Context: an optimization exercise on an open-source flow, tuned for a short achievable clock period and few clock cycles per item. The choices shown serve that exercise and are no tape-out recipe. Only simulation tests tie the RTL to the original design; equivalence was not proved. Power is estimated from default activity; no workload was simulated.

==> design.v <==
module shx_fifo (
    input  wire        clk,
    input  wire        clr,
    input  wire        push,
    input  wire [31:0] din,
    input  wire        pop,
    output wire [63:0] win,
    output wire        ge1,
    output wire        ge2
);
    reg [159:0] f;
    reg [5:0]   lvl;           
    assign win = f[63:0];
    assign ge1 = !lvl[0];
    assign ge2 = !lvl[0] && !lvl[1];
    wire [191:0] fx = {32'd0, f};
    integer i;
    always @(posedge clk) begin
        for (i = 0; i < 5; i = i + 1) begin
            if (pop)
                f[32*i +: 32] <= (push && lvl[i+1]) ? din : fx[32*(i+1) +: 32];
            else if (push && lvl[i])
                f[32*i +: 32] <= din;
        end
        if (clr)
            lvl <= 6'b000001;
        else if (push && !pop)
            lvl <= {lvl[4:0], 1'b0};
        else if (pop && !push)
            lvl <= {1'b0, lvl[5:1]};
    end
endmodule
module shx_engine (
    input  wire        clk,
    input  wire        rst,
    input  wire        start,
    input  wire [16:0] held_len,
    output wire        ready,
    output wire        blk_rd_en,
    output wire [14:0] blk_rd_addr,
    input  wire [31:0] blk_rd_data,
    output wire        out_we,
    output wire [13:0] out_waddr,
    output wire [3:0]  out_wstrb,
    output wire [31:0] out_wdata,
    output wire        out_re,
    output wire [13:0] out_raddr,
    input  wire [31:0] out_rdata,
    output reg         done,
    output reg  [1:0]  verdict
);
    localparam [1:0] V_OK = 2'd0, V_MAL = 2'd1, V_CRC = 2'd2;
    localparam [3:0] S_IDLE = 4'd0,  S_HDR  = 4'd1,  S_H1   = 4'd2,  S_P1   = 4'd6,  S_P4  = 4'd7,
                     S_P3   = 4'd8,  S_LITW = 4'd9,  S_END  = 4'd10,
                     S_FIN2 = 4'd12, S_MAL  = 4'd13;
    localparam [1:0] K_LIT = 2'd0, K_REP = 2'd1, K_UPF = 2'd2, K_UPS = 2'd3;
    function [31:0] crc32_l1(input [31:0] x);
        begin
            crc32_l1[0] = ^(x & 32'h0000011F);
            crc32_l1[1] = ^(x & 32'h0000023F);
            crc32_l1[2] = ^(x & 32'h0000047E);
            crc32_l1[3] = ^(x & 32'h000008FC);
            crc32_l1[4] = ^(x & 32'h000010E6);
            crc32_l1[5] = ^(x & 32'h000020D2);
            crc32_l1[6] = ^(x & 32'h000040BA);
            crc32_l1[7] = ^(x & 32'h0000806A);
            crc32_l1[8] = ^(x & 32'h000100D5);
            crc32_l1[9] = ^(x & 32'h000200B5);
            crc32_l1[10] = ^(x & 32'h00040074);
            crc32_l1[11] = ^(x & 32'h000800E8);
            crc32_l1[12] = ^(x & 32'h001000CE);
            crc32_l1[13] = ^(x & 32'h00200082);
            crc32_l1[14] = ^(x & 32'h0040001A);
            crc32_l1[15] = ^(x & 32'h00800035);
            crc32_l1[16] = ^(x & 32'h0100006B);
            crc32_l1[17] = ^(x & 32'h020000D7);
            crc32_l1[18] = ^(x & 32'h040000B0);
            crc32_l1[19] = ^(x & 32'h0800007F);
            crc32_l1[20] = ^(x & 32'h100000FE);
            crc32_l1[21] = ^(x & 32'h200000E3);
            crc32_l1[22] = ^(x & 32'h400000D9);
            crc32_l1[23] = ^(x & 32'h800000AC);
            crc32_l1[24] = ^(x & 32'h00000046);
            crc32_l1[25] = ^(x & 32'h0000008D);
            crc32_l1[26] = ^(x & 32'h00000004);
            crc32_l1[27] = ^(x & 32'h00000008);
            crc32_l1[28] = ^(x & 32'h00000011);
            crc32_l1[29] = ^(x & 32'h00000023);
            crc32_l1[30] = ^(x & 32'h00000047);
            crc32_l1[31] = ^(x & 32'h0000008F);
        end
    endfunction
    function [31:0] crc32_l2(input [31:0] x);
        begin
            crc32_l2[0] = ^(x & 32'h00011F91);
            crc32_l2[1] = ^(x & 32'h00023F23);
            crc32_l2[2] = ^(x & 32'h00047E47);
            crc32_l2[3] = ^(x & 32'h0008FC8E);
            crc32_l2[4] = ^(x & 32'h0010E68D);
            crc32_l2[5] = ^(x & 32'h0020D28B);
            crc32_l2[6] = ^(x & 32'h0040BA87);
            crc32_l2[7] = ^(x & 32'h00806A9E);
            crc32_l2[8] = ^(x & 32'h0100D53C);
            crc32_l2[9] = ^(x & 32'h0200B5E8);
            crc32_l2[10] = ^(x & 32'h04007440);
            crc32_l2[11] = ^(x & 32'h0800E881);
            crc32_l2[12] = ^(x & 32'h1000CE93);
            crc32_l2[13] = ^(x & 32'h200082B6);
            crc32_l2[14] = ^(x & 32'h40001AFC);
            crc32_l2[15] = ^(x & 32'h800035F9);
            crc32_l2[16] = ^(x & 32'h00006BF2);
            crc32_l2[17] = ^(x & 32'h0000D7E5);
            crc32_l2[18] = ^(x & 32'h0000B05A);
            crc32_l2[19] = ^(x & 32'h00007F24);
            crc32_l2[20] = ^(x & 32'h0000FE48);
            crc32_l2[21] = ^(x & 32'h0000E301);
            crc32_l2[22] = ^(x & 32'h0000D992);
            crc32_l2[23] = ^(x & 32'h0000ACB5);
            crc32_l2[24] = ^(x & 32'h000046FB);
            crc32_l2[25] = ^(x & 32'h00008DF7);
            crc32_l2[26] = ^(x & 32'h0000047E);
            crc32_l2[27] = ^(x & 32'h000008FC);
            crc32_l2[28] = ^(x & 32'h000011F9);
            crc32_l2[29] = ^(x & 32'h000023F2);
            crc32_l2[30] = ^(x & 32'h000047E4);
            crc32_l2[31] = ^(x & 32'h00008FC8);
        end
    endfunction
    function [31:0] crc32_l3(input [31:0] x);
        begin
            crc32_l3[0] = ^(x & 32'h011F91CA);
            crc32_l3[1] = ^(x & 32'h023F2395);
            crc32_l3[2] = ^(x & 32'h047E472B);
            crc32_l3[3] = ^(x & 32'h08FC8E57);
            crc32_l3[4] = ^(x & 32'h10E68D65);
            crc32_l3[5] = ^(x & 32'h20D28B01);
            crc32_l3[6] = ^(x & 32'h40BA87C9);
            crc32_l3[7] = ^(x & 32'h806A9E58);
            crc32_l3[8] = ^(x & 32'h00D53CB0);
            crc32_l3[9] = ^(x & 32'h00B5E8AB);
            crc32_l3[10] = ^(x & 32'h0074409C);
            crc32_l3[11] = ^(x & 32'h00E88138);
            crc32_l3[12] = ^(x & 32'h00CE93BB);
            crc32_l3[13] = ^(x & 32'h0082B6BC);
            crc32_l3[14] = ^(x & 32'h001AFCB2);
            crc32_l3[15] = ^(x & 32'h0035F965);
            crc32_l3[16] = ^(x & 32'h006BF2CB);
            crc32_l3[17] = ^(x & 32'h00D7E596);
            crc32_l3[18] = ^(x & 32'h00B05AE6);
            crc32_l3[19] = ^(x & 32'h007F2406);
            crc32_l3[20] = ^(x & 32'h00FE480C);
            crc32_l3[21] = ^(x & 32'h00E301D2);
            crc32_l3[22] = ^(x & 32'h00D9926F);
            crc32_l3[23] = ^(x & 32'h00ACB514);
            crc32_l3[24] = ^(x & 32'h0046FBE3);
            crc32_l3[25] = ^(x & 32'h008DF7C6);
            crc32_l3[26] = ^(x & 32'h00047E47);
            crc32_l3[27] = ^(x & 32'h0008FC8E);
            crc32_l3[28] = ^(x & 32'h0011F91C);
            crc32_l3[29] = ^(x & 32'h0023F239);
            crc32_l3[30] = ^(x & 32'h0047E472);
            crc32_l3[31] = ^(x & 32'h008FC8E5);
        end
    endfunction
    function [31:0] crc32_l4(input [31:0] x);
        begin
            crc32_l4[0] = ^(x & 32'h1F91CAF6);
            crc32_l4[1] = ^(x & 32'h3F2395EC);
            crc32_l4[2] = ^(x & 32'h7E472BD8);
            crc32_l4[3] = ^(x & 32'hFC8E57B1);
            crc32_l4[4] = ^(x & 32'hE68D6595);
            crc32_l4[5] = ^(x & 32'hD28B01DD);
            crc32_l4[6] = ^(x & 32'hBA87C94C);
            crc32_l4[7] = ^(x & 32'h6A9E586F);
            crc32_l4[8] = ^(x & 32'hD53CB0DE);
            crc32_l4[9] = ^(x & 32'hB5E8AB4B);
            crc32_l4[10] = ^(x & 32'h74409C60);
            crc32_l4[11] = ^(x & 32'hE88138C1);
            crc32_l4[12] = ^(x & 32'hCE93BB74);
            crc32_l4[13] = ^(x & 32'h82B6BC1F);
            crc32_l4[14] = ^(x & 32'h1AFCB2C8);
            crc32_l4[15] = ^(x & 32'h35F96591);
            crc32_l4[16] = ^(x & 32'h6BF2CB23);
            crc32_l4[17] = ^(x & 32'hD7E59646);
            crc32_l4[18] = ^(x & 32'hB05AE67B);
            crc32_l4[19] = ^(x & 32'h7F240600);
            crc32_l4[20] = ^(x & 32'hFE480C00);
            crc32_l4[21] = ^(x & 32'hE301D2F6);
            crc32_l4[22] = ^(x & 32'hD9926F1B);
            crc32_l4[23] = ^(x & 32'hACB514C0);
            crc32_l4[24] = ^(x & 32'h46FBE377);
            crc32_l4[25] = ^(x & 32'h8DF7C6EE);
            crc32_l4[26] = ^(x & 32'h047E472B);
            crc32_l4[27] = ^(x & 32'h08FC8E57);
            crc32_l4[28] = ^(x & 32'h11F91CAF);
            crc32_l4[29] = ^(x & 32'h23F2395E);
            crc32_l4[30] = ^(x & 32'h47E472BD);
            crc32_l4[31] = ^(x & 32'h8FC8E57B);
        end
    endfunction
    function [31:0] crc32_t1(input [7:0] x);
        begin
            crc32_t1[0] = ^(x & 8'h1F);
            crc32_t1[1] = ^(x & 8'h3F);
            crc32_t1[2] = ^(x & 8'h7E);
            crc32_t1[3] = ^(x & 8'hFC);
            crc32_t1[4] = ^(x & 8'hE6);
            crc32_t1[5] = ^(x & 8'hD2);
            crc32_t1[6] = ^(x & 8'hBA);
            crc32_t1[7] = ^(x & 8'h6A);
            crc32_t1[8] = ^(x & 8'hD5);
            crc32_t1[9] = ^(x & 8'hB5);
            crc32_t1[10] = ^(x & 8'h74);
            crc32_t1[11] = ^(x & 8'hE8);
            crc32_t1[12] = ^(x & 8'hCE);
            crc32_t1[13] = ^(x & 8'h82);
            crc32_t1[14] = ^(x & 8'h1A);
            crc32_t1[15] = ^(x & 8'h35);
            crc32_t1[16] = ^(x & 8'h6B);
            crc32_t1[17] = ^(x & 8'hD7);
            crc32_t1[18] = ^(x & 8'hB0);
            crc32_t1[19] = ^(x & 8'h7F);
            crc32_t1[20] = ^(x & 8'hFE);
            crc32_t1[21] = ^(x & 8'hE3);
            crc32_t1[22] = ^(x & 8'hD9);
            crc32_t1[23] = ^(x & 8'hAC);
            crc32_t1[24] = ^(x & 8'h46);
            crc32_t1[25] = ^(x & 8'h8D);
            crc32_t1[26] = ^(x & 8'h04);
            crc32_t1[27] = ^(x & 8'h08);
            crc32_t1[28] = ^(x & 8'h11);
            crc32_t1[29] = ^(x & 8'h23);
            crc32_t1[30] = ^(x & 8'h47);
            crc32_t1[31] = ^(x & 8'h8F);
        end
    endfunction
    function [31:0] crc32_t2(input [15:0] x);
        begin
            crc32_t2[0] = ^(x & 16'h1F91);
            crc32_t2[1] = ^(x & 16'h3F23);
            crc32_t2[2] = ^(x & 16'h7E47);
            crc32_t2[3] = ^(x & 16'hFC8E);
            crc32_t2[4] = ^(x & 16'hE68D);
            crc32_t2[5] = ^(x & 16'hD28B);
            crc32_t2[6] = ^(x & 16'hBA87);
            crc32_t2[7] = ^(x & 16'h6A9E);
            crc32_t2[8] = ^(x & 16'hD53C);
            crc32_t2[9] = ^(x & 16'hB5E8);
            crc32_t2[10] = ^(x & 16'h7440);
            crc32_t2[11] = ^(x & 16'hE881);
            crc32_t2[12] = ^(x & 16'hCE93);
            crc32_t2[13] = ^(x & 16'h82B6);
            crc32_t2[14] = ^(x & 16'h1AFC);
            crc32_t2[15] = ^(x & 16'h35F9);
            crc32_t2[16] = ^(x & 16'h6BF2);
            crc32_t2[17] = ^(x & 16'hD7E5);
            crc32_t2[18] = ^(x & 16'hB05A);
            crc32_t2[19] = ^(x & 16'h7F24);
            crc32_t2[20] = ^(x & 16'hFE48);
            crc32_t2[21] = ^(x & 16'hE301);
            crc32_t2[22] = ^(x & 16'hD992);
            crc32_t2[23] = ^(x & 16'hACB5);
            crc32_t2[24] = ^(x & 16'h46FB);
            crc32_t2[25] = ^(x & 16'h8DF7);
            crc32_t2[26] = ^(x & 16'h047E);
            crc32_t2[27] = ^(x & 16'h08FC);
            crc32_t2[28] = ^(x & 16'h11F9);
            crc32_t2[29] = ^(x & 16'h23F2);
            crc32_t2[30] = ^(x & 16'h47E4);
            crc32_t2[31] = ^(x & 16'h8FC8);
        end
    endfunction
    function [31:0] crc32_t3(input [23:0] x);
        begin
            crc32_t3[0] = ^(x & 24'h1F91CA);
            crc32_t3[1] = ^(x & 24'h3F2395);
            crc32_t3[2] = ^(x & 24'h7E472B);
            crc32_t3[3] = ^(x & 24'hFC8E57);
            crc32_t3[4] = ^(x & 24'hE68D65);
            crc32_t3[5] = ^(x & 24'hD28B01);
            crc32_t3[6] = ^(x & 24'hBA87C9);
            crc32_t3[7] = ^(x & 24'h6A9E58);
            crc32_t3[8] = ^(x & 24'hD53CB0);
            crc32_t3[9] = ^(x & 24'hB5E8AB);
            crc32_t3[10] = ^(x & 24'h74409C);
            crc32_t3[11] = ^(x & 24'hE88138);
            crc32_t3[12] = ^(x & 24'hCE93BB);
            crc32_t3[13] = ^(x & 24'h82B6BC);
            crc32_t3[14] = ^(x & 24'h1AFCB2);
            crc32_t3[15] = ^(x & 24'h35F965);
            crc32_t3[16] = ^(x & 24'h6BF2CB);
            crc32_t3[17] = ^(x & 24'hD7E596);
            crc32_t3[18] = ^(x & 24'hB05AE6);
            crc32_t3[19] = ^(x & 24'h7F2406);
            crc32_t3[20] = ^(x & 24'hFE480C);
            crc32_t3[21] = ^(x & 24'hE301D2);
            crc32_t3[22] = ^(x & 24'hD9926F);
            crc32_t3[23] = ^(x & 24'hACB514);
            crc32_t3[24] = ^(x & 24'h46FBE3);
            crc32_t3[25] = ^(x & 24'h8DF7C6);
            crc32_t3[26] = ^(x & 24'h047E47);
            crc32_t3[27] = ^(x & 24'h08FC8E);
            crc32_t3[28] = ^(x & 24'h11F91C);
            crc32_t3[29] = ^(x & 24'h23F239);
            crc32_t3[30] = ^(x & 24'h47E472);
            crc32_t3[31] = ^(x & 24'h8FC8E5);
        end
    endfunction
    function [31:0] crc32_t4(input [31:0] x);
        begin
            crc32_t4[0] = ^(x & 32'h1F91CAF6);
            crc32_t4[1] = ^(x & 32'h3F2395EC);
            crc32_t4[2] = ^(x & 32'h7E472BD8);
            crc32_t4[3] = ^(x & 32'hFC8E57B1);
            crc32_t4[4] = ^(x & 32'hE68D6595);
            crc32_t4[5] = ^(x & 32'hD28B01DD);
            crc32_t4[6] = ^(x & 32'hBA87C94C);
            crc32_t4[7] = ^(x & 32'h6A9E586F);
            crc32_t4[8] = ^(x & 32'hD53CB0DE);
            crc32_t4[9] = ^(x & 32'hB5E8AB4B);
            crc32_t4[10] = ^(x & 32'h74409C60);
            crc32_t4[11] = ^(x & 32'hE88138C1);
            crc32_t4[12] = ^(x & 32'hCE93BB74);
            crc32_t4[13] = ^(x & 32'h82B6BC1F);
            crc32_t4[14] = ^(x & 32'h1AFCB2C8);
            crc32_t4[15] = ^(x & 32'h35F96591);
            crc32_t4[16] = ^(x & 32'h6BF2CB23);
            crc32_t4[17] = ^(x & 32'hD7E59646);
            crc32_t4[18] = ^(x & 32'hB05AE67B);
            crc32_t4[19] = ^(x & 32'h7F240600);
            crc32_t4[20] = ^(x & 32'hFE480C00);
            crc32_t4[21] = ^(x & 32'hE301D2F6);
            crc32_t4[22] = ^(x & 32'hD9926F1B);
            crc32_t4[23] = ^(x & 32'hACB514C0);
            crc32_t4[24] = ^(x & 32'h46FBE377);
            crc32_t4[25] = ^(x & 32'h8DF7C6EE);
            crc32_t4[26] = ^(x & 32'h047E472B);
            crc32_t4[27] = ^(x & 32'h08FC8E57);
            crc32_t4[28] = ^(x & 32'h11F91CAF);
            crc32_t4[29] = ^(x & 32'h23F2395E);
            crc32_t4[30] = ^(x & 32'h47E472BD);
            crc32_t4[31] = ^(x & 32'h8FC8E57B);
        end
    endfunction
    function [15:0] crc16_h2(input [31:0] x);
        begin
            crc16_h2[0] = ^(x & 32'h11191911);
            crc16_h2[1] = ^(x & 32'h22323222);
            crc16_h2[2] = ^(x & 32'h44646444);
            crc16_h2[3] = ^(x & 32'h88C8C888);
            crc16_h2[4] = ^(x & 32'h10919110);
            crc16_h2[5] = ^(x & 32'h313B3B31);
            crc16_h2[6] = ^(x & 32'h62767662);
            crc16_h2[7] = ^(x & 32'hC4ECECC4);
            crc16_h2[8] = ^(x & 32'h88D9D988);
            crc16_h2[9] = ^(x & 32'h10B3B310);
            crc16_h2[10] = ^(x & 32'h20666620);
            crc16_h2[11] = ^(x & 32'h40CCCC40);
            crc16_h2[12] = ^(x & 32'h91818191);
            crc16_h2[13] = ^(x & 32'h22030322);
            crc16_h2[14] = ^(x & 32'h44060644);
            crc16_h2[15] = ^(x & 32'h880C0C88);
        end
    endfunction
    function [15:0] crc16_h4(input [47:0] x);
        begin
            crc16_h4[0] = ^(x & 48'h1119581C1C58);
            crc16_h4[1] = ^(x & 48'h2232B03838B0);
            crc16_h4[2] = ^(x & 48'h446460717160);
            crc16_h4[3] = ^(x & 48'h88C8C0E2E2C0);
            crc16_h4[4] = ^(x & 48'h109181C5C581);
            crc16_h4[5] = ^(x & 48'h313B5B97975B);
            crc16_h4[6] = ^(x & 48'h6276B62E2EB6);
            crc16_h4[7] = ^(x & 48'hC4EC6C5D5D6C);
            crc16_h4[8] = ^(x & 48'h88D9D9BABAD9);
            crc16_h4[9] = ^(x & 48'h10B3B37575B3);
            crc16_h4[10] = ^(x & 48'h206667EBEB67);
            crc16_h4[11] = ^(x & 48'h40CCCED6D6CE);
            crc16_h4[12] = ^(x & 48'h9181C5B1B1C5);
            crc16_h4[13] = ^(x & 48'h22038B63638B);
            crc16_h4[14] = ^(x & 48'h440616C7C716);
            crc16_h4[15] = ^(x & 48'h880C2C8E8E2C);
        end
    endfunction
    reg [3:0] state;
    reg       ready_r;
    assign ready = ready_r;
    wire idle = (state == S_IDLE);
    reg         a_req;
    reg         a_rq;
    reg  [14:0] a_addr;
    reg  [14:0] a_ra;          
    reg         a_v1;
    reg  [2:0]  a_tot;         
    reg         a_on;
    reg  [1:0]  q_l;           
    wire [63:0] a_win;
    wire        a_ge1, a_ge2;
    wire        a_pop;
    assign blk_rd_en   = a_req;
    assign blk_rd_addr = a_addr;
    wire a_issue = a_on && (a_tot < 3'd5);
    shx_fifo fa (.clk(clk), .clr(idle), .push(a_v1), .din(blk_rd_data), .pop(a_pop),
                 .win(a_win), .ge1(a_ge1), .ge2(a_ge2));
    reg         b_req;
    reg         b_rq;
    reg  [13:0] b_addr;
    reg  [13:0] b_ra;          
    reg         b_v1;
    reg  [2:0]  b_tot;
    reg         b_on;
    wire [63:0] b_win;
    wire        b_ge1, b_ge2;
    wire        b_pop;
    wire        b_clr;
    assign out_re    = b_req;
    assign out_raddr = b_addr;
    wire b_issue = b_on && (b_tot < 3'd5);
    shx_fifo fb (.clk(clk), .clr(b_clr), .push(b_v1), .din(out_rdata), .pop(b_pop),
                 .win(b_win), .ge1(b_ge1), .ge2(b_ge2));
    reg         h0_ok;         
    reg         h_raw;
    reg  [31:0] h1, h2, h3;
    reg  [15:0] h_chk;
    reg  [2:0]  hk;
    reg  [15:0] crc16;
    reg  [16:0] held;
    reg  [15:0] hw;
    reg  [32:0] orig_p32;
    reg  [17:0] mp_a, mp_b, mp_c;   
    reg  [21:0] prod;          
    reg         c_bad;         
    reg         m_bad;         
    reg  [16:0] d1;            
    reg  [17:0] d2;            
    reg  [17:0] d1m4, d2m4;    
    reg         f1, f2;        
    reg  [31:0] crc_exp;
    reg  [17:0] rq0;           
    reg  [16:0] orig_m1;
    wire [15:0] f_dots  = h1[15:0];
    wire [7:0]  f_lines = h1[23:16];
    wire [7:0]  f_bpd   = h1[31:24];
    reg  [18:0] wbits;
    reg         bpd_ok;
    reg  [18:0] wb_r;
    reg         h_bad;         
    always @* begin
        bpd_ok = 1'b1;
        case (f_bpd)
            8'd1: wbits = {3'd0, f_dots};
            8'd2: wbits = {2'd0, f_dots, 1'b0};
            8'd4: wbits = {1'd0, f_dots, 2'b0};
            8'd6: wbits = {1'd0, f_dots, 2'b0} + {2'd0, f_dots, 1'b0};
            8'd8: wbits = {f_dots, 3'b0};
            default: begin
                wbits  = 19'd0;
                bpd_ok = 1'b0;
            end
        endcase
    end
    reg  [16:0] pp;            
    reg  [17:0] rem_p;         
    reg  [17:0] rem_q;         
    reg         rem_p_z, rem_q_z;    
    reg         bad_r;         
    reg  [1:0]  t_op;
    reg  [16:0] s_x, s_e, s_s;
    reg  [13:0] s_sw1;
    reg  [17:0] s_rp, s_rq;
    reg         s_bad;
    reg  [1:0]  t_ql;          
    reg         t_cross;       
    reg  [16:0] t_nm1;         
    reg  [7:0]  t_rep;
    reg  [17:0] rq_h;          
    reg  [17:0] rq_h1;         
    reg  [17:0] t_d, t_dm4;
    reg         t_fast;
    reg  [1:0]  prev_up;       
    reg         c_v;
    reg  [1:0]  c_k;
    reg         c_cont;        
    reg         c_pref;        
    reg         hz_ok;         
    reg  [14:0] c_pw;
    reg  [1:0]  c_pl;
    reg  [14:0] c_wrem;
    reg         c_lw;
    reg         c_w1;
    reg         c_w2;
    reg  [1:0]  c_ll;
    reg  [7:0]  c_rep;
    reg  [16:0] c_s;
    reg  [13:0] c_sw1;
    reg         e_act;
    reg         e_lit, e_rep, e_upf, e_ups;    
    reg  [14:0] pw;            
    reg  [1:0]  pl;            
    reg  [14:0] wrem;          
    reg         lw_r;          
    reg         w1_r;          
    reg  [1:0]  e_ll;          
    reg  [7:0]  e_rb;
    reg  [1:0]  e_sl;          
    reg         need2;         
    reg         xw;         
    reg  [16:0] s;
    reg  [1:0]  ph;
    reg         we_r;
    reg  [13:0] wa_r;
    reg  [3:0]  ws_r;
    reg  [31:0] wd_r;
    assign out_we    = we_r;
    assign out_waddr = wa_r;
    assign out_wstrb = ws_r;
    assign out_wdata = wd_r;
    reg         k_v;           
    reg  [2:0]  k_n;
    reg  [31:0] k_d;
    reg  [31:0] crc32;
    reg         crc_eq;
    reg  [31:0] dterm;
    reg  [2:0]  dn;
    reg         dv;
    wire [63:0] win   = e_upf ? b_win : a_win;
    wire [1:0]  hi    = lw_r ? e_ll : 2'd3;
    wire [1:0]  span  = hi - pl;
    wire [2:0]  send  = {1'b0, e_sl} + {1'b0, span};
    wire        a_has = need2 ? a_ge2 : a_ge1;
    wire        b_has = need2 ? b_ge2 : b_ge1;
    wire step_cp = e_rep || (e_lit && a_has) || (e_upf && b_has);
    wire step_sl = e_ups && (ph == 2'd2);
    wire fin_now = (step_cp && lw_r) || (step_sl && lw_r && (pl == e_ll));
    wire p4_go   = (state == S_P4) && !c_v;
    wire e_free  = !e_act || fin_now;
    wire load    = (c_v || p4_go) && e_free;
    wire [1:0]  p4_k    = (t_op == 2'd0) ? K_LIT : (t_op == 2'd1) ? K_REP :
                          t_fast ? K_UPF : K_UPS;
    wire        p4_cont = t_op[1] && t_fast && (prev_up == t_op);
    wire [1:0]  n_k     = c_v ? c_k : p4_k;
    wire        n_cont  = c_v ? c_cont : p4_cont;
    wire        n_pref  = c_v && c_pref;
    wire [14:0] n_pw    = c_v ? c_pw : pp[16:2];
    wire [1:0]  n_pl    = c_v ? c_pl : pp[1:0];
    wire [14:0] n_wrem  = c_v ? c_wrem : s_x[16:2];
    wire        n_lw    = c_v ? c_lw : (s_x[16:2] == 15'd0);
    wire        n_w1    = c_v ? c_w1 : (s_x[16:2] == 15'd1);
    wire [1:0]  n_ll    = c_v ? c_ll : s_x[1:0];
    wire [7:0]  n_rep   = c_v ? c_rep : t_rep;
    wire [16:0] n_s     = c_v ? c_s : s_s;
    wire [13:0] n_sw1   = c_v ? c_sw1 : s_sw1;
    wire nxt_w   = (step_cp && !lw_r) || (step_sl && !lw_r && (pl == 2'd3));
    wire [1:0] sl_nx = send[1:0] + 2'd1;
    wire [1:0] hi_n    = w1_r ? e_ll : 2'd3;
    wire [2:0] send_n  = {1'b0, sl_nx} + {1'b0, hi_n};
    wire [1:0] sl_c    = (n_k == K_LIT) ? q_l : n_s[1:0];
    wire [1:0] hi_c    = n_lw ? n_ll : 2'd3;
    wire [1:0] span_c  = hi_c - n_pl;
    wire [2:0] send_c  = {1'b0, sl_c} + {1'b0, span_c};
    reg  [31:0] src_sh;
    always @* begin
        case (e_sl)
            2'd0: src_sh = win[31:0];
            2'd1: src_sh = win[39:8];
            2'd2: src_sh = win[47:16];
            default: src_sh = win[55:24];
        endcase
    end
    wire [2:0]  rot = 3'd4 + {1'b0, e_sl} - {1'b0, pl};
    wire [95:0] rv  = {win, 32'd0};
    reg  [31:0] rot_w;
    always @* begin
        case (rot)
            3'd1: rot_w = rv[39:8];
            3'd2: rot_w = rv[47:16];
            3'd3: rot_w = rv[55:24];
            3'd4: rot_w = rv[63:32];
            3'd5: rot_w = rv[71:40];
            3'd6: rot_w = rv[79:48];
            default: rot_w = rv[87:56];
        endcase
    end
    reg [7:0] slow_b;
    always @* begin
        case (s[1:0])
            2'd0: slow_b = out_rdata[7:0];
            2'd1: slow_b = out_rdata[15:8];
            2'd2: slow_b = out_rdata[23:16];
            default: slow_b = out_rdata[31:24];
        endcase
    end
    wire [3:0] smask = (4'b1111 << pl) & (4'b1111 >> (2'd3 - hi));
    wire       mrg     = e_rep && lw_r && (e_ll != 2'd3) && c_v && (c_k == K_REP);
    wire       mrg_all = mrg && c_lw;         
    wire [1:0] hi_m    = c_lw ? c_ll : 2'd3;
    wire [3:0] mmask   = (4'b1111 << pl) & (4'b1111 >> (2'd3 - hi_m));
    wire [3:0] lo_lanes = 4'b1111 >> (2'd3 - e_ll);           
    wire [1:0] n1m1    = e_ll - pl;                           
    wire [3:0] lo_bytes = 4'b1111 >> (2'd3 - n1m1);           
    reg  [31:0] m_wd, m_kd;
    integer mj;
    always @* begin
        for (mj = 0; mj < 4; mj = mj + 1) begin
            m_wd[8*mj +: 8] = lo_lanes[mj] ? e_rb : c_rep;
            m_kd[8*mj +: 8] = lo_bytes[mj] ? e_rb : c_rep;
        end
    end
    reg  [31:0] a_sh;          
    always @* begin
        case (q_l)
            2'd0: a_sh = a_win[31:0];
            2'd1: a_sh = a_win[39:8];
            2'd2: a_sh = a_win[47:16];
            default: a_sh = a_win[55:24];
        endcase
    end
    wire [7:0] tb    = a_sh[7:0];
    wire [1:0] tb_hl = (tb[5:0] < 6'd62) ? 2'd1 : (tb[5:0] == 6'd62) ? 2'd2 : 2'd3;
    wire [2:0] tb_k  = {1'b0, tb_hl} + ((tb[7:6] == 2'd1) ? 3'd1 : 3'd0);
    wire [2:0] tb_e  = {1'b0, q_l} + tb_k;
    wire [17:0] rq_m1 = rem_q - 18'd1;
    wire [17:0] rq_m2 = rem_q - 18'd2;
    wire [17:0] rq_m3 = rem_q - 18'd3;
    wire [17:0] rq_m4 = rem_q - 18'd4;
    assign a_pop = ((state == S_P3) && t_cross) || ((state == S_HDR) && a_ge1) ||
                   (e_lit && a_has && xw);
    assign b_pop = e_upf && b_has && xw;
    wire pref  = c_v && (c_k == K_UPF) && !c_cont && !c_pref && hz_ok &&
                 e_act && !e_upf && !e_ups && !fin_now;
    assign b_clr = (load && (n_k == K_UPF) && !n_cont && !n_pref) || pref;
    wire [16:0] p3_x   = {15'd0, pp[1:0]} + t_nm1;
    wire [17:0] p3_e   = {1'b0, pp} + {1'b0, t_nm1} + 18'd1;
    wire [17:0] p3_s   = {1'b0, pp} - t_d;
    wire [17:0] p3_s4  = {1'b0, pp} - t_dm4;
    wire [17:0] p3_rp  = rem_p + {1'b1, ~t_nm1};
    wire [17:0] p3_rql = rq_h + {1'b1, ~t_nm1};
    wire p3_bad = rq_h[17] || p3_rp[17] ||
                  ((t_op == 2'd0) && p3_rql[17]) ||
                  ((t_op == 2'd1) && rq_h1[17]) ||
                  (t_op[1] && p3_s[17]);
    wire [31:0] t_1 = crc32_t1(k_d[7:0]);
    wire [31:0] t_2 = crc32_t2(k_d[15:0]);
    wire [31:0] t_3 = crc32_t3(k_d[23:0]);
    wire [31:0] t_4 = crc32_t4(k_d);
    wire [31:0] l_1 = crc32_l1(crc32);
    wire [31:0] l_2 = crc32_l2(crc32);
    wire [31:0] l_3 = crc32_l3(crc32);
    wire [31:0] l_4 = crc32_l4(crc32);
    wire [15:0] h16_2 = crc16_h2({a_win[15:0], crc16});
    wire [15:0] h16_4 = crc16_h4({a_win[31:0], crc16});
    always @(posedge clk) begin
        if (idle)
            held <= held_len;
        k_v  <= step_cp || step_sl;
        wa_r <= pw[13:0];
        if (e_ups) begin
            ws_r <= 4'b0001 << pl;
            wd_r <= {4{slow_b}};
            k_d  <= {24'd0, slow_b};
            k_n  <= 3'd1;
        end else if (mrg) begin
            ws_r <= mmask;
            wd_r <= m_wd;
            k_d  <= m_kd;
            k_n  <= {1'b0, hi_m - pl} + 3'd1;
        end else begin
            ws_r <= smask;
            wd_r <= e_rep ? {4{e_rb}} : rot_w;
            k_d  <= e_rep ? {4{e_rb}} : src_sh;
            k_n  <= {1'b0, span} + 3'd1;
        end
        dn   <= k_n;
        case (k_n)
            3'd1: dterm <= t_1;
            3'd2: dterm <= t_2;
            3'd3: dterm <= t_3;
            default: dterm <= t_4;
        endcase
        if (idle) begin
            crc32 <= 32'hFFFFFFFF;
        end else if (dv) begin
            case (dn)
                3'd1: crc32 <= l_1 ^ dterm;
                3'd2: crc32 <= l_2 ^ dterm;
                3'd3: crc32 <= l_3 ^ dterm;
                default: crc32 <= l_4 ^ dterm;
            endcase
        end
        crc_eq <= ((crc32 ^ crc_exp) == 32'hFFFFFFFF);
        if (load) begin
            if (mrg) begin
                pw    <= pw + 15'd1;
                pl    <= 2'd0;
                wrem  <= c_wrem - 15'd1;
                w1_r  <= c_w2;
            end else begin
                pw    <= n_pw;
                pl    <= n_pl;
                wrem  <= n_wrem;
                w1_r  <= n_w1;
            end
            e_ll  <= n_ll;
            e_rb  <= n_rep;
            s     <= n_s;
            e_sl  <= sl_c;
            need2 <= send_c[2];
            xw <= (send_c >= 3'd3);
        end else if (nxt_w) begin
            pw    <= pw + 15'd1;
            pl    <= 2'd0;
            wrem  <= wrem - 15'd1;
            w1_r  <= (wrem == 15'd2);
            e_sl  <= sl_nx;
            need2 <= send_n[2];
            xw <= (send_n >= 3'd3);
            if (step_sl)
                s <= s + 17'd1;
        end else if (step_sl) begin
            pl    <= pl + 2'd1;
            s     <= s + 17'd1;
        end else if (step_cp) begin
            e_sl  <= sl_nx;
        end
        if (state == S_HDR && a_ge1) begin
            case (hk)
                3'd0: begin
                    h0_ok <= (a_win[15:0] == 16'h5853) && (a_win[23:16] == 8'h01) &&
                             (a_win[31:26] == 6'd0);
                    h_raw <= a_win[24];
                end
                3'd1: h1 <= a_win[31:0];
                3'd2: h2 <= a_win[31:0];
                3'd3: h3 <= a_win[31:0];
                3'd4: crc_exp <= a_win[31:0];
                3'd7: h_chk <= a_win[31:16];
                default: ;
            endcase
        end
        wb_r  <= wbits;
        h_bad <= (f_dots == 16'd0) || (f_lines == 8'd0) || (f_lines > 8'd32) || !bpd_ok ||
                 (wbits[2:0] != 3'd0) || (h2 > 32'd65536) ||
                 (h3 < 32'd33) || (h3 > {15'd0, held});
        hw       <= wb_r[18:3];
        orig_p32 <= {1'b0, h2} + 33'd32;
        c_bad    <= h_raw ? ({1'b0, h3} != orig_p32) : ({1'b0, h3} > orig_p32);
        mp_a     <= (f_lines[0] ? {2'd0, hw} : 18'd0) + (f_lines[1] ? {1'b0, hw, 1'b0} : 18'd0);
        mp_b     <= (f_lines[2] ? {2'd0, hw} : 18'd0) + (f_lines[3] ? {1'b0, hw, 1'b0} : 18'd0);
        mp_c     <= (f_lines[4] ? {2'd0, hw} : 18'd0) + (f_lines[5] ? {1'b0, hw, 1'b0} : 18'd0);
        prod     <= {4'd0, mp_a} + {2'd0, mp_b, 2'd0} + {mp_c, 4'd0};
        m_bad    <= (h2[31:22] != 10'd0) || (prod != h2[21:0]);
        d1       <= {1'b0, hw};
        d2       <= {1'b0, hw, 1'b0};
        d1m4     <= {2'd0, hw} - 18'd4;
        d2m4     <= {1'b0, hw, 1'b0} - 18'd4;
        f1       <= (hw >= 16'd64);
        f2       <= (hw >= 16'd32);
        rq0      <= {1'b0, h3[16:0]} - 18'd32;
        orig_m1  <= h2[16:0] - 17'd1;
        if (state == S_P1) begin
            t_op    <= tb[7:6];
            t_ql    <= tb_e[1:0];
            t_cross <= tb_e[2];
            if (tb[5:0] < 6'd62)
                t_nm1 <= {11'd0, tb[5:0]};
            else if (tb[5:0] == 6'd62)
                t_nm1 <= 17'd62 + {9'd0, a_sh[15:8]};
            else
                t_nm1 <= 17'd318 + {1'b0, a_sh[23:8]};
            t_rep  <= (tb_hl == 2'd1) ? a_sh[15:8] : (tb_hl == 2'd2) ? a_sh[23:16] : a_sh[31:24];
            rq_h   <= (tb_hl == 2'd1) ? rq_m1 : (tb_hl == 2'd2) ? rq_m2 : rq_m3;
            rq_h1  <= (tb_hl == 2'd1) ? rq_m2 : (tb_hl == 2'd2) ? rq_m3 : rq_m4;
            t_d    <= (tb[7:6] == 2'd2) ? {1'b0, d1} : d2;
            t_dm4  <= (tb[7:6] == 2'd2) ? d1m4 : d2m4;
            t_fast <= (tb[7:6] == 2'd2) ? f1 : f2;
        end
        if (state == S_P3) begin
            s_x   <= p3_x;
            s_e   <= p3_e[16:0];
            s_s   <= p3_s[16:0];
            s_sw1 <= p3_s4[15:2];
            s_rp  <= p3_rp;
            s_rq  <= (t_op == 2'd0) ? p3_rql : (t_op == 2'd1) ? rq_h1 : rq_h;
            s_bad <= p3_bad;
        end
        if (state == S_P4 && !c_v) begin
            c_k    <= p4_k;
            c_cont <= p4_cont;
            c_pref <= 1'b0;
            c_pw   <= pp[16:2];
            c_pl   <= pp[1:0];
            c_wrem <= s_x[16:2];
            c_lw   <= (s_x[16:2] == 15'd0);
            c_w1   <= (s_x[16:2] == 15'd1);
            c_w2   <= (s_x[16:2] == 15'd2);
            c_ll   <= s_x[1:0];
            c_rep  <= t_rep;
            c_s    <= s_s;
            c_sw1  <= s_sw1;
        end
        if (pref)
            c_pref <= 1'b1;
        if (state == S_H1) begin
            c_k    <= K_LIT;
            c_cont <= 1'b0;
            c_pref <= 1'b0;
            c_pw   <= 15'd0;
            c_pl   <= 2'd0;
            c_wrem <= orig_m1[16:2];
            c_lw   <= (orig_m1[16:2] == 15'd0);
            c_w1   <= (orig_m1[16:2] == 15'd1);
            c_w2   <= (orig_m1[16:2] == 15'd2);
            c_ll   <= orig_m1[1:0];
        end
    end
    always @(posedge clk) begin
        done    <= !rst && ((state == S_FIN2) || (state == S_MAL));
        verdict <= (state == S_MAL) ? V_MAL : crc_eq ? V_OK : V_CRC;
        ready_r <= rst || (idle && !start) || (state == S_FIN2) || (state == S_MAL);
        a_req   <= !rst && (a_issue || (idle && start));
        a_addr  <= idle ? 15'd0 : a_ra;
        b_req   <= !rst && (b_clr || b_issue || (e_ups && ph == 2'd0));
        b_addr  <= b_clr ? n_s[15:2] : b_issue ? b_ra : s[15:2];
        a_rq    <= a_issue || (idle && start);
        b_rq    <= b_clr || b_issue || (e_ups && ph == 2'd0);
        hz_ok   <= ({1'b0, pw[13:0]} > ({1'b0, c_s[15:2]} + 15'd8)) && c_v;
    end
    always @(posedge clk) begin
        if (rst) begin
            state   <= S_IDLE;
            a_on    <= 1'b0;
            b_on    <= 1'b0;
            c_v     <= 1'b0;
            e_act   <= 1'b0;
            e_lit   <= 1'b0;
            e_rep   <= 1'b0;
            e_upf   <= 1'b0;
            e_ups   <= 1'b0;
            we_r    <= 1'b0;
            dv      <= 1'b0;
        end else begin
            a_v1 <= a_rq;
            if (a_issue)
                a_ra <= a_ra + 15'd1;
            a_tot <= a_tot + {2'd0, a_issue} - {2'd0, a_pop};
            b_v1 <= b_rq;
            if (b_issue)
                b_ra <= b_ra + 14'd1;
            b_tot <= b_tot + {2'd0, b_issue} - {2'd0, b_pop};
            we_r <= step_cp || step_sl;
            if (e_ups)
                ph <= (ph == 2'd2) ? 2'd0 : ph + 2'd1;
            if (nxt_w)
                lw_r <= w1_r;
            if (step_cp && e_lit)
                q_l <= sl_nx;
            if (fin_now) begin
                e_act <= 1'b0;
                e_lit <= 1'b0;
                e_rep <= 1'b0;
                e_upf <= 1'b0;
                e_ups <= 1'b0;
            end
            if (fin_now && e_upf)
                b_on <= 1'b0;
            if (load) begin
                c_v   <= 1'b0;
                e_act <= 1'b1;
                e_lit <= (n_k == K_LIT);
                e_rep <= (n_k == K_REP);
                e_upf <= (n_k == K_UPF);
                e_ups <= (n_k == K_UPS);
                lw_r  <= mrg ? c_w1 : n_lw;
                ph    <= 2'd0;
                if (n_k == K_UPF)
                    b_on <= 1'b1;
            end
            if (mrg_all) begin
                e_act <= 1'b0;
                e_rep <= 1'b0;
            end
            if (b_clr) begin
                b_on  <= 1'b1;
                b_ra  <= n_sw1;
                b_tot <= 3'd1;
                b_v1  <= 1'b0;
            end
            dv   <= k_v && !idle;
            case (state)
                S_IDLE: begin
                    a_ra    <= 15'd1;
                    a_tot   <= 3'd0;
                    a_v1    <= 1'b0;
                    q_l     <= 2'd0;
                    hk      <= 3'd0;
                    crc16   <= 16'hFFFF;
                    pp      <= 17'd0;
                    bad_r   <= 1'b0;
                    prev_up <= 2'd0;
                    if (start) begin
                        a_on    <= 1'b1;
                        a_tot   <= 3'd1;
                        state   <= S_HDR;
                    end
                end
                S_HDR: if (a_ge1) begin
                    hk <= hk + 3'd1;
                    if (hk == 3'd7) begin
                        crc16 <= h16_2;
                        state <= S_H1;
                    end else begin
                        crc16 <= h16_4;
                    end
                end
                S_H1: begin
                    rem_p   <= {1'b0, h2[16:0]};
                    rem_q   <= rq0;
                    rem_p_z <= (h2[16:0] == 17'd0);
                    rem_q_z <= (rq0 == 18'd0);
                    if ((crc16 != h_chk) || !h0_ok || h_bad || c_bad || m_bad) begin
                        state <= S_MAL;
                    end else if (h_raw) begin
                        c_v   <= 1'b1;
                        state <= S_END;
                    end else begin
                        state <= S_P1;
                    end
                end
                S_P1: begin
                    if (bad_r) begin
                        state <= S_MAL;
                    end else if (rem_p_z) begin
                        state <= rem_q_z ? S_END : S_MAL;
                    end else if (rem_q_z) begin
                        state <= S_MAL;
                    end else if (a_ge2) begin
                        state <= S_P3;
                    end
                end
                S_P3: begin
                    q_l   <= t_ql;
                    state <= S_P4;
                end
                S_P4: begin
                    if (!c_v) begin
                        c_v     <= !e_free;      
                        prev_up <= (t_op[1] && t_fast) ? t_op : 2'd0;
                        bad_r   <= s_bad;
                        pp      <= s_e;
                        rem_p   <= s_rp;
                        rem_q   <= s_rq;
                        rem_p_z <= (s_rp == 18'd0);
                        rem_q_z <= (s_rq == 18'd0);
                        state   <= (t_op == 2'd0) ? S_LITW : S_P1;
                    end
                end
                S_LITW: begin
                    if (bad_r)
                        state <= S_MAL;
                    else if (!c_v && (!e_lit || fin_now))
                        state <= S_P1;
                end
                S_END: begin
                    if (!c_v && !e_act && !k_v && !dv)
                        state <= S_FIN2;
                end
                S_FIN2: begin
                    a_on    <= 1'b0;
                    state   <= S_IDLE;
                end
                S_MAL: begin
                    a_on    <= 1'b0;
                    b_on    <= 1'b0;
                    c_v     <= 1'b0;
                    e_act   <= 1'b0;
                    e_lit   <= 1'b0;
                    e_rep   <= 1'b0;
                    e_upf   <= 1'b0;
                    e_ups   <= 1'b0;
                    we_r    <= 1'b0;
                            dv      <= 1'b0;
                    state   <= S_IDLE;
                end
                default: state <= S_IDLE;
            endcase
        end
    end
endmodule
==> run.sh <==
#!/bin/bash
# synth_recipe.tcl (not shown) runs the flow's synth.tcl, then flattens the netlist and writes it again
# the make line also repeats each setting of config.mk as NAME=value (left out here)
make -C /OpenROAD-flow-scripts/flow DESIGN_CONFIG=/design/flow/config.mk WORK_HOME=/design/flow/orfs CLKGATE_MAP_FILE= SYNTH_SCRIPT=/design/flow/synth_recipe.tcl finish
==> config.mk <==
export PLATFORM = sky130hd
export DESIGN_NAME = shx_engine
export DESIGN_NICKNAME = shx_engine
export VERILOG_FILES = /design/flow/design.v
export SDC_FILE = /design/flow/constraint.sdc
export NUM_CORES = 4
export LEC_CHECK = 0
export ABC_CLOCK_PERIOD_IN_PS = 2500
export CAP_MARGIN = 20
export CORE_MARGIN = 2
export CORE_UTILIZATION = 60
export CTS_CLUSTER_DIAMETER = 150
export CTS_CLUSTER_SIZE = 20
export PLACE_DENSITY = 0.72
export SETUP_SLACK_MARGIN = 5
export SLEW_MARGIN = 20
==> constraint.sdc <==
create_clock -name core_clock -period 10.0 [get_ports {clk}]
set_input_delay 2.0000 -clock core_clock [delete_from_list [all_inputs] [get_ports {clk}]]
set_output_delay 2.0000 -clock core_clock [all_outputs]
set_load 0.01 [all_outputs]
==> results.txt <==
status complete, no violations; Setup Crit Path Kind register to register; root buffer cell clkbuf_16; dpl cells 9804; top_reg_cell synth dfxtp_1; Die X 372.2 um; Worst path slowest cell buf_4; 1st-iter DRT viols 7853; setup TNS 0 ns; Mapped Nets 8540; CP Capture Type register; fraction of registers with async set/reset 0; Layout Skew 0.04288 ns; peak supply drop 0.0002782 V; Antenna Nets Post-Route 0; Final Non-Filler Cells 9956; post-synthesis to final-layout area growth 7.225%; TritonCTS clock tree yes; delay-heaviest family, CP buffers and inverters; core area 135000 um^2; worst reg-to-reg path cell count 14; post-CTS sizing 0; Final Setup Violations 0; Slew headroom 0.1698; Post-Synthesis Cells 8118; largest net degree at the start of global routing 87; Worst-path clk slew 0.09 ns; Synth cell types 93; CP bufs+invs 6; Skew-Pair Late Insertion Delay 0.74 ns; Synth Warn # 2; fin crit period 4.609 ns; via total after detailed routing 63330; worst-path maximum fanout 55; Max stage delay on crit path 0.54 ns; Residual DRC 0; HPWL Detailed 195000 um; Ports 170; Nets 8528; Routability Congestion 1.033; final WL 269400 um; row count 135; share of cells above drive strength 1 0.06734; Worst Setup SP e_sl[0]; CP endpoint wd_r[27]; most frequent CP cell buf_4; static leakage 33.90 nW; gr ovfl total 0; GRT Util Overall 0.3825; die extent in y 372.2 um; DRT Pass-1 Iters 6; H-tree depth 3; Seq/Total Area, Yosys 0.4224; average cell area after synthesis 10.02 um^2; final hold violations 0; Initial Utilization 0.6027; Least-Margin Pin Slew 1.240 ns; CP required 10.61 ns; critical path, cell by cell buf_4, clkinv_1, ha_2, inv_1, fa_1, buf_4, inv_1, nand3_1, o21ai_1, buf_4, a221oi_1, o21ai_0, o211ai_1, nand2_1; Post-synth EDFFs 665; die area 138500 um^2; final count of pins violating max slew 0; Fmax 217.0 MHz; synthesized flop and latch total 1384; MaxCap Viol Count 0; R2R Path End wd_r[27]; vias in the first global route 59640; power density cells 317.4 nW/um^2; first-pass GRT wire length 392800 um; flop2flop setup slack 5.39 ns; CTS Hold Bufs 0; Mapped Area 81350 um^2; Critical Path AT 5.21 ns; Setup crit start kind register; maximum root-to-sink buffer count 3; Final Cycle Share 0.4609; CP Depth 14; total clock sinks 1384; hold slack 0.3276 ns; CTS Buf Count 80; RR Startpoint e_sl[0]; Hold Path Class register to register; RSZ-0062 raised after global routing no; Setup Fix Bufs, Post-CTS 0; initial antenna violation count 13; Avg WL per Cell 27.06 um; Via density 6.361; port buffer count 169
-- cell usage in the layout, fill, tap and decap left out, drive strengths merged, types with 173 or more instances in the layout --
cell type and instances:
ha 307, inv 276, dfxtp 719, nand2 708, o21ai 317, xor2 394
a21oi 291, xnor2 1079, buf 173, o22ai 241, edfxtp 665, nor2 816
-- report_power, final --
part,internal [W],switching [W]
registers,0.00728,0.00111
logic,0.00663,0.00913
clock network,0.00157,0.00196
total,0.0155,0.0122
-- synthesized netlist by cell type (28+ instances only) --
master	count	share of area
xor2_1	380	0.041
xnor3_1	78	0.022
inv_1	266	0.012
nand3_1	129	0.0079
ha_1	307	0.047
nand2_1	708	0.033
a222oi_1	32	0.0039
nand2b_1	41	0.0032
xnor2_1	1048	0.11
a21o_1	51	0.0047
nor2_1	816	0.038
and2_1	142	0.011
a211oi_1	78	0.0072
buf_2	70	0.0043
a22oi_1	36	0.0033
fa_1	31	0.0076
buf_1	50	0.0023
or3_1	33	0.0025
mux4_2	41	0.011
o21a_1	56	0.0052
o21ai_0	303	0.019
nor3_1	128	0.0079
dfxtp_1	719	0.18
o22ai_1	241	0.019
nor2b_1	63	0.0048
a22o_1	69	0.0074
nor4_1	62	0.0048
o31ai_1	28	0.0026
o211ai_1	35	0.0032
nand4_1	57	0.0044
edfxtp_1	665	0.25
clkbuf_1	281	0.013
a31oi_1	47	0.0036
a21oi_1	291	0.018
mux2i_1	170	0.021
mux2_2	137	0.019
buf_4	28	0.0026
and3_1	43	0.0033
-- layer usage --
metal | global-route usage | share of wire | vias to the layer above
met5 | 0 | 0.00025 | -
met4 | 0.1950 | 0.056 | 4
met1 | 0.5168 | 0.40 | 30680
li1 | - | - | 28470
met3 | 0.06398 | 0.096 | 713
met2 | 0.5935 | 0.45 | 3461
-- stage by stage --
stage	utilization	power, W	area (um^2)	setup slack [ns]
floorplan	-	0.01926	81350	5.281
global placement	0.6281	0.02381	84770	5.545
detailed placement	0.6281	0.02388	84770	5.511
CTS	0.6460	0.02741	87180	5.491
global route	0.6462	0.02888	87210	5.041
finish	0.6463	0.02768	87220	5.391
-- cell type report --
cell class / instances / area, um^2
Sequential cell: 1384 / 34370
Tap cell: 1781 / 2228
Clock inverter: 8 / 161.4
Timing Repair Buffer: 342 / 2998
Fill cell: 10930 / 47740
Multi-Input combinational cell: 6020 / 44150
Antenna cell: 8 / 20.02
Clock buffer: 135 / 2250
Inverter: 278 / 1044
-- cell families (layout without fill, tap and decap cells) --
kind of cell,count (synthesis),in the layout,synth area share
and+or+nand+nor,2312,2312,0.1287
xor gates and xnor gates,1561,1561,0.1902
AOI/OAI and AO/OA,1461,1461,0.1167
DFF,1384,1384,0.4224
buffers and inverters,714,763,0.03596
muxes,348,348,0.05124
adders and majority gates,338,338,0.05485
other,0,8,0
-- how the worst min path moves through the flow --
stage / start / end / slack (ns) / cells past startpoint
after floorplan: wb_r[3] / hw[0] / 0.31 / 0
after global placement: mp_a[0] / prod[0] / 0.31 / 0
after detailed placement: wb_r[9] / hw[6] / 0.31 / 0
after CTS: wb_r[4] / hw[1] / 0.33 / 0
after global routing: wb_r[4] / hw[1] / 0.33 / 0
final: wb_r[4] / hw[1] / 0.33 / 0
-- worst register-to-register path: stages, from the launching register on --
cell      delay (ns)
edfxtp_1        0.33
buf_4           0.54
clkinv_1        0.50
ha_2            0.30
inv_1           0.06
fa_1            0.16
buf_4           0.48
inv_1           0.54
nand3_1         0.48
o21ai_1         0.24
buf_4           0.28
a221oi_1        0.27
o21ai_0         0.14
o211ai_1        0.12
nand2_1         0.07
-- flip-flops by register name (all words and copies together) (netlist names), 22 cells and up --
name / count
wd_r: 32
prod: 22
k_d: 32
crc_exp: 32
fb.f: 160
dterm: 32
orig_p32: 33
fa.f: 160
crc32: 32
h2: 32
h3: 32
h1: 32
Testbench counts, summed over its fixed seeds: cycles 516,639, out bytes 2,053,632.

[what the ideal ports hide]
In the flow no input, the clock included, has a driving cell. The finished layout below was timed again as built, in two steps.
Step 1 assumes that a clkbuf_16 drives the clock port and a buf_2 every other input.
Step 2 adds t to the input delays and takes it off the output delays; t is the mean of the earliest and latest rising clock arrival at the registers after step 1. Input paths then give back, and output paths get back, about the clock's delay inside the block.
a / b / c = ideal / step 1 / step 2; a / b = the first two.
t, ns: 0.801
setup WS [ns]: 5.391 / 5.391 / 5.391
hold slack, ns: 0.328 / 0.328 / 0.328
pins driven straight from the clock port: 1
After both steps setup and hold are still met in this run. The setup slack of this run moves by 0.000 ns with the drivers and by 0.000 ns with both steps.
